From an optimization exercise on the open Yosys and OpenROAD flow, aimed at small area and a short achievable clock period; shortcuts taken in it are not production practice.
The RTL was checked by simulation tests, not by an equivalence proof against the original design.

== job 101 ==
// nr_temporal
module nr_temporal (
    input  wire        clk,
    input  wire        rst,
    input  wire        cfg_we,
    input  wire [5:0]  cfg_addr,
    input  wire [31:0] cfg_wdata,
    input  wire        in_valid,
    input  wire [15:0] in_cur,      
    input  wire [15:0] in_ref,      
    input  wire        in_ref_ok,   
    input  wire [1:0]  in_x,        
    input  wire [1:0]  in_y,        
    output reg         out_valid,
    output reg  [15:0] out_pix
);
Size in the first run: about 800 flip-flops, ~57000 um^2 of cells after synthesis.
Settings: LEC_CHECK=0, CAP_MARGIN=5, CORE_MARGIN=2, CORE_UTILIZATION=75, CTS_CLUSTER_DIAMETER=100, CTS_CLUSTER_SIZE=25, SLEW_MARGIN=5; clock period 80.0 ns.
standard.sh (not shown) runs the stock make flow with config.mk's settings and CLKGATE_MAP_FILE= SYNTH_SCRIPT=/design/flow/synth_recipe.tcl, a recipe that flattens the netlist after the stock synthesis.
==> flow/flow/run.sh <==
#!/bin/bash
# The standard layout (the standard.sh: standard synthesis and the ORFS
# flow to the final layout), with the input and output port buffers made of
# plain buffers (sky130_fd_sc_hd__buf_2) instead of the resizer's default
# pick. Every port still gets its own buffer.
set -o pipefail
export BUFFER_PORTS_ARGS="-buffer_cell sky130_fd_sc_hd__buf_2"
bash standard.sh finish > standard.log 2>&1
Job 101 finished all stages; the layout is clean.
Modified inputs, job 102 compared to job 101
Settings: CORE_UTILIZATION now 85, was 75; CTS_CLUSTER_DIAMETER now 150, was 100.
Results
Comparing job 102 and job 101, the lower final area was measured on job 102. Slew at the pin closest to its max-slew limit in job 102 is 110 ps above job 101. In the floorplan summary, job 102 is listed with a die area less than that of job 101. Worst-case hold slack essentially unchanged between job 101 and job 102. Job 102: overall die width is about 6% lower than what job 101 reported. The signed area change from the synthesized netlist to the final layout number comes out higher for job 101 vs job 102. The pin count of the biggest net entering global routing in job 102 was higher than what job 101 gave.


Another version of the RTL of nr_temporal (not shown whole).
Size: about 6,700 cells after synthesis, about 830 flip-flops, roughly 57,000 µm² of cells after synthesis.
Design nr_temporal, start of the top module:
module nr_temporal (
    input  wire        clk,
    input  wire        rst,
    input  wire        cfg_we,
    input  wire [5:0]  cfg_addr,
    input  wire [31:0] cfg_wdata,
    input  wire        in_valid,
    input  wire [15:0] in_cur,      
    input  wire [15:0] in_ref,      
    input  wire        in_ref_ok,   
    input  wire [1:0]  in_x,        
    input  wire [1:0]  in_y,        
    output reg         out_valid,
    output reg  [15:0] out_pix
);
    reg [16*17-1:0] nz_e;      
    reg [16*16-1:0] nz_o;      
    reg [5:0]  kspan;     
    reg [7:0]  mg_lo, mg_hi;
    reg        dither;
    reg [1:0]  bsel;      
    reg        cw_rst;
    reg        cw_we;
    reg [5:0]  cw_addr;
    reg [23:0] cw_data;
    always @(posedge clk) begin
        cw_rst  <= rst;
        cw_we   <= cfg_we & ~rst;
        cw_addr <= cfg_addr;
        cw_data <= cfg_wdata[23:0];
    end
    integer n;
    always @(posedge clk) begin
        if (cw_rst) begin
            for (n = 0; n < 17; n = n + 1)
                nz_e[16*n +: 16] <= 16'd16;
            for (n = 0; n < 16; n = n + 1)
                nz_o[16*n +: 16] <= 16'd16;
            kspan  <= 6'd48;
            mg_lo  <= 8'd32;
            mg_hi  <= 8'd64;
            dither <= 1'b0;
            bsel   <= 2'd2;
        end else if (cw_we) begin
            for (n = 0; n < 17; n = n + 1)
                if (cw_addr == 2 * n)
                    nz_e[16*n +: 16] <= cw_data[15:0];
            for (n = 0; n < 16; n = n + 1)
                if (cw_addr == 2 * n + 1)
                    nz_o[16*n +: 16] <= cw_data[15:0];
            if (cw_addr == 6'd33) begin
                if (cw_data[6:0] != 7'd0 && cw_data[6:0] <= 7'd64) begin
                    kspan <= 6'd0 - cw_data[5:0];
                    mg_lo <= cw_data[15:8];
                    mg_hi <= cw_data[23:16];
                end
            end else if (cw_addr == 6'd34)
                dither <= cw_data[0];
            else if (cw_addr == 6'd35)
                bsel <= cw_data[1:0];
        end
  ...
export LEC_CHECK = 0
export CAP_MARGIN = 5
export CORE_MARGIN = 2
export CORE_UTILIZATION = 75
export CTS_CLUSTER_DIAMETER = 150
export CTS_CLUSTER_SIZE = 25
export SLEW_MARGIN = 5
create_clock -name core_clock -period 80.0 [get_ports {clk}]
Scripts as last shown in full above: flow/flow/run.sh
Rerun with:
CAP_MARGIN = 10   (was 5)
CORE_UTILIZATION = 55   (was 75)
CTS_CLUSTER_DIAMETER = 80   (was 150)
CTS_CLUSTER_SIZE = 30   (was 25)
SLEW_MARGIN = 10   (was 5)
Result: Utilization drops by 20 points; maximum frequency falls by 0.56%; wire length goes up by 7.1%; clock skew climbs by 50 ps; non-clock buffer count drops by 5; global-route usage drops by 8.7 points; worst setup slack got worse by 97 ps; synthesized cell count does not change.
Rerun with:
CAP_MARGIN = 5   (was 10)
CORE_UTILIZATION = 75   (was 55)
CTS_CLUSTER_DIAMETER = 100   (was 80)
CTS_CLUSTER_SIZE = 25   (was 30)
SLEW_MARGIN = 5   (was 10)
Outcome: The new run finished clean. Sequential cell count does not change. Critical path depth does not change. Worst setup slack improves by 72 ps. Routed wire length decreases by about 6%. Global-route usage rises by 8.7 points. Via count rose by 3.6%.
Rerun with:
CAP_MARGIN = 10   (was 5)
CORE_UTILIZATION = 65   (was 75)
SLEW_MARGIN = 10   (was 5)
Global-route usage shrinks by 4.0 points.
Final area increases by 0.47%.
Maximum frequency is about the same.
Count of clock-buffer cells in the layout stays the same.
Via count shrinks by 1.8%.
Worst setup slack is worse by 35 ps.
Core utilization drops by 9.9 points.
Rerun with:
--- a/flow/flow/run.sh
+++ b/flow/flow/run.sh
@@ -7,0 +8 @@
+export CTS_BUF_DISTANCE=400
CAP_MARGIN = 5   (was 10)
CORE_UTILIZATION = 75   (was 65)
SLEW_MARGIN = 5   (was 10)
Outcome: The changed run produced a clean layout. Maximum frequency is about the same. Clock-buffer cell count stays the same. Worst setup slack gains 35 ps. Synthesized area does not change. Design area decreases by 0.47%. Utilization increases by 9.9 points.
Rerun with:
--- a/flow/flow/run.sh
+++ b/flow/flow/run.sh
@@ -8 +7,0 @@
-export CTS_BUF_DISTANCE=400
CAP_MARGIN = 10   (was 5)
CORE_UTILIZATION = 65   (was 75)
GPL_ROUTABILITY_DRIVEN = 0   (was not set)
GPL_TIMING_DRIVEN = 0   (was not set)
SLEW_MARGIN = 10   (was 5)
Maximum frequency decreases by 0.30%.
Utilization falls by 8.9 points.
Die area is higher by 15%.
Setup slack is worse by 51 ps.
Non-clock buffer count climbs by 330.


nr_temporal, a different RTL version from the one above (not shown whole).
Size in the first run: ~6,600 cells after synthesis, ~96 I/O pins, about 57,000 µm² of cells after synthesis.
==> flow/config.mk <==
export PLATFORM = sky130hd
export DESIGN_NAME = nr_temporal
export DESIGN_NICKNAME = nr_temporal
export VERILOG_FILES = /design/flow/design.v
export SDC_FILE = /design/flow/constraint.sdc
export NUM_CORES = 4
export LEC_CHECK = 0
export CAP_MARGIN = 20
export CORE_MARGIN = 2
export CORE_UTILIZATION = 55
export CTS_CLUSTER_DIAMETER = 100
export CTS_CLUSTER_SIZE = 25
export SLEW_MARGIN = 20
==> flow/constraint.sdc <==
create_clock -name core_clock -period 80.0 [get_ports {clk}]
set_input_delay 16.0000 -clock core_clock [delete_from_list [all_inputs] [get_ports {clk}]]
set_output_delay 16.0000 -clock core_clock [all_outputs]
set_load 0.01 [all_outputs]
==> flow/flow/run.sh <==
#!/bin/bash
# The standard layout (the standard.sh: standard synthesis and the ORFS
# flow to the final layout), with the input and output port buffers made of
# plain buffers (sky130_fd_sc_hd__buf_2) instead of the resizer's default
# pick. Every port still gets its own buffer.
set -o pipefail
export BUFFER_PORTS_ARGS="-buffer_cell sky130_fd_sc_hd__buf_2"
bash standard.sh finish > standard.log 2>&1
Rerun with:
==> flow/run.sh (new file) <==
#!/bin/bash
# synth_recipe.tcl (not shown) runs the flow's synth.tcl, then flattens the netlist and writes it again
# the make line also repeats each setting of config.mk as NAME=value (left out here)
make -C /OpenROAD-flow-scripts/flow DESIGN_CONFIG=/design/flow/config.mk WORK_HOME=/design/flow/orfs CLKGATE_MAP_FILE= SYNTH_SCRIPT=/design/flow/synth_recipe.tcl finish
removed: flow/flow/run.sh
removed: flow/standard.sh
Count of clock-buffer cells in the layout fell by 1.
Global-route usage stays flat.
Via count drops by 0.46%.


nr_temporal, a different RTL version from the one above (not shown whole).
For scale: ~6600 cells after synthesis, about 820 flip-flops, roughly 96 I/O pins.
Settings: LEC_CHECK=0, CAP_MARGIN=20, CORE_MARGIN=2, CORE_UTILIZATION=40, SLEW_MARGIN=20; clock period 80.0 ns.
run.sh (not shown) runs the stock make flow with config.mk's settings and CLKGATE_MAP_FILE= SYNTH_SCRIPT=/design/flow/synth_recipe.tcl, a recipe that flattens the netlist after the stock synthesis.
Stock flow here: none of the scripts above is used.
Change:
- CORE_UTILIZATION: 40 -> 55
- CTS_BUF_LIST: default -> sky130_fd_sc_hd__clkbuf_4 sky130_fd_sc_hd__clkbuf_8
Maximum frequency came out higher by 6.6%.
Global-route usage came out higher by 9.3 points.
Via count came out higher by 2.4%.
Wire length came out higher by 3.6%.
Count of clock-buffer cells in the layout came out higher by 95.
Core utilization came out higher by 16 points.


RTL: one of the versions met above, not the one the previous note started from.
For scale: roughly 830 flip-flops.
==> flow/config.mk <==
export PLATFORM = sky130hd
export DESIGN_NAME = nr_temporal
export DESIGN_NICKNAME = nr_temporal
export VERILOG_FILES = /design/flow/design.v
export SDC_FILE = /design/flow/constraint.sdc
export NUM_CORES = 4
export LEC_CHECK = 0
export CAP_MARGIN = 5
export CORE_MARGIN = 2
export CORE_UTILIZATION = 75
export CTS_CLUSTER_DIAMETER = 100
export CTS_CLUSTER_SIZE = 30
export SLEW_MARGIN = 5
==> flow/constraint.sdc <==
create_clock -name core_clock -period 80.0 [get_ports {clk}]
set_input_delay 16.0000 -clock core_clock [delete_from_list [all_inputs] [get_ports {clk}]]
set_output_delay 16.0000 -clock core_clock [all_outputs]
set_load 0.01 [all_outputs]
standard.sh (not shown) runs the stock make flow with config.mk's settings and CLKGATE_MAP_FILE= SYNTH_SCRIPT=/design/flow/synth_recipe.tcl, a recipe that flattens the netlist after the stock synthesis.
==> flow/flow/run.sh <==
#!/bin/bash
# The standard layout (the standard.sh: standard synthesis and the ORFS
# flow to the final layout), with the input and output port buffers made of
# plain buffers (sky130_fd_sc_hd__buf_2) instead of the resizer's default
# pick. Every port still gets its own buffer.
set -o pipefail
export BUFFER_PORTS_ARGS="-buffer_cell sky130_fd_sc_hd__buf_2"
bash standard.sh finish > standard.log 2>&1
The starting point finished with timing, DRC and antenna clean.
Rerun with:
CTS_CLUSTER_DIAMETER = 60   (was 100)
CTS_CLUSTER_SIZE = 20   (was 30)
=>
- The new run went through all stages and came out clean
- global-route usage went up by 0.53 points
- die area does not change
- worst setup slack loses 0.051 ns
- utilization went up by 1.2 points
- cell count went up by 0.64%
- final area went up by about 1.5%
- via count went up by about 0.9%
- maximum frequency is about the same
- area after synthesis is unchanged
Rerun with:
CTS_CLUSTER_SIZE = 35   (was 20)
Core utilization grows by 0.28 points.
Worst setup slack loses 0.017 ns.
Final cell count stays flat.
First-iteration DRC count shrinks slightly.
Via count hardly moves.
Routed wire length hardly moves.
Non-clock buffer count is unchanged.
Sequential cell count stays the same.

what the ideal ports hide:
Ports are ideal in the flow. The routed layouts listed here were re-timed in OpenROAD. Step 1: set_driving_cell puts a clkbuf_16 on clk and a buf_2 on each other input, an assumption about the parent block. Step 2, shift: input delay + t, output delay - t, t = (earliest + latest rising clock arrival at the registers) / 2. This alone moves slack from input paths to output paths. Three values: no drivers, after step 1, after step 2; two values: the first two.
run | t, ns | setup WS [ns] | worst hold slack (ns) | worst setup path at the end | pins driven straight from the clock port
job 101 | 0.690 | 62.941 / 62.866 / 62.891 | 0.325 / 0.325 / 0.325 | input to register | 1
job 102 | 0.713 | 62.897 / 62.827 / 62.662 | 0.327 / 0.327 / 0.327 | input to register | 1
the first run of note 2 | 0.667 | 62.957 / 62.885 / 63.127 | 0.326 / 0.326 / 0.326 | input to register | 1
the second run of note 2 | 0.748 | 62.860 / 62.781 / 63.164 | 0.335 / 0.335 / 0.335 | input to register | 1
the third run of note 2 | 0.682 | 62.932 / 62.863 / 63.136 | 0.315 / 0.315 / 0.315 | input to register | 1
the fourth run of note 2 | 0.702 | 62.897 / 62.821 / 63.164 | 0.322 / 0.322 / 0.322 | input to register | 1
the fifth run of note 2 | 0.682 | 62.932 / 62.863 / 63.136 | 0.315 / 0.315 / 0.315 | input to register | 1
the sixth run of note 2 | 0.704 | 62.881 / 62.805 / 62.686 | 0.321 / 0.321 / 0.321 | input to register | 1
the first run of note 3 | 0.730 | 62.884 / 62.806 / 63.185 | 0.324 / 0.324 / 0.324 | input to register | 1
the second run of note 3 | 0.746 | 62.445 / 62.366 / 62.462 | 0.331 / 0.331 / 0.331 | input to register | 1
the first run of note 4 | 0.770 | 61.060 / 61.081 / 60.311 | 0.320 / 0.320 / 0.320 | input to register | 1
the second run of note 4 | 0.902 | 62.228 / 62.229 / 61.349 | 0.322 / 0.322 / 0.322 | input to register | 1
the first run of note 5 | 0.678 | 62.932 / 62.858 / 63.137 | 0.315 / 0.315 / 0.315 | input to register | 1
the second run of note 5 | 0.742 | 62.881 / 62.807 / 63.142 | 0.303 / 0.303 / 0.303 | input to register | 1
the third run of note 5 | 0.730 | 62.864 / 62.792 / 63.183 | 0.309 / 0.309 / 0.309 | input to register | 1
After both steps setup and hold are still met in every run listed. For the second run of note 4, which loses most, drivers alone change the setup slack by +0.001 ns; drivers and shift together by -0.879 ns.
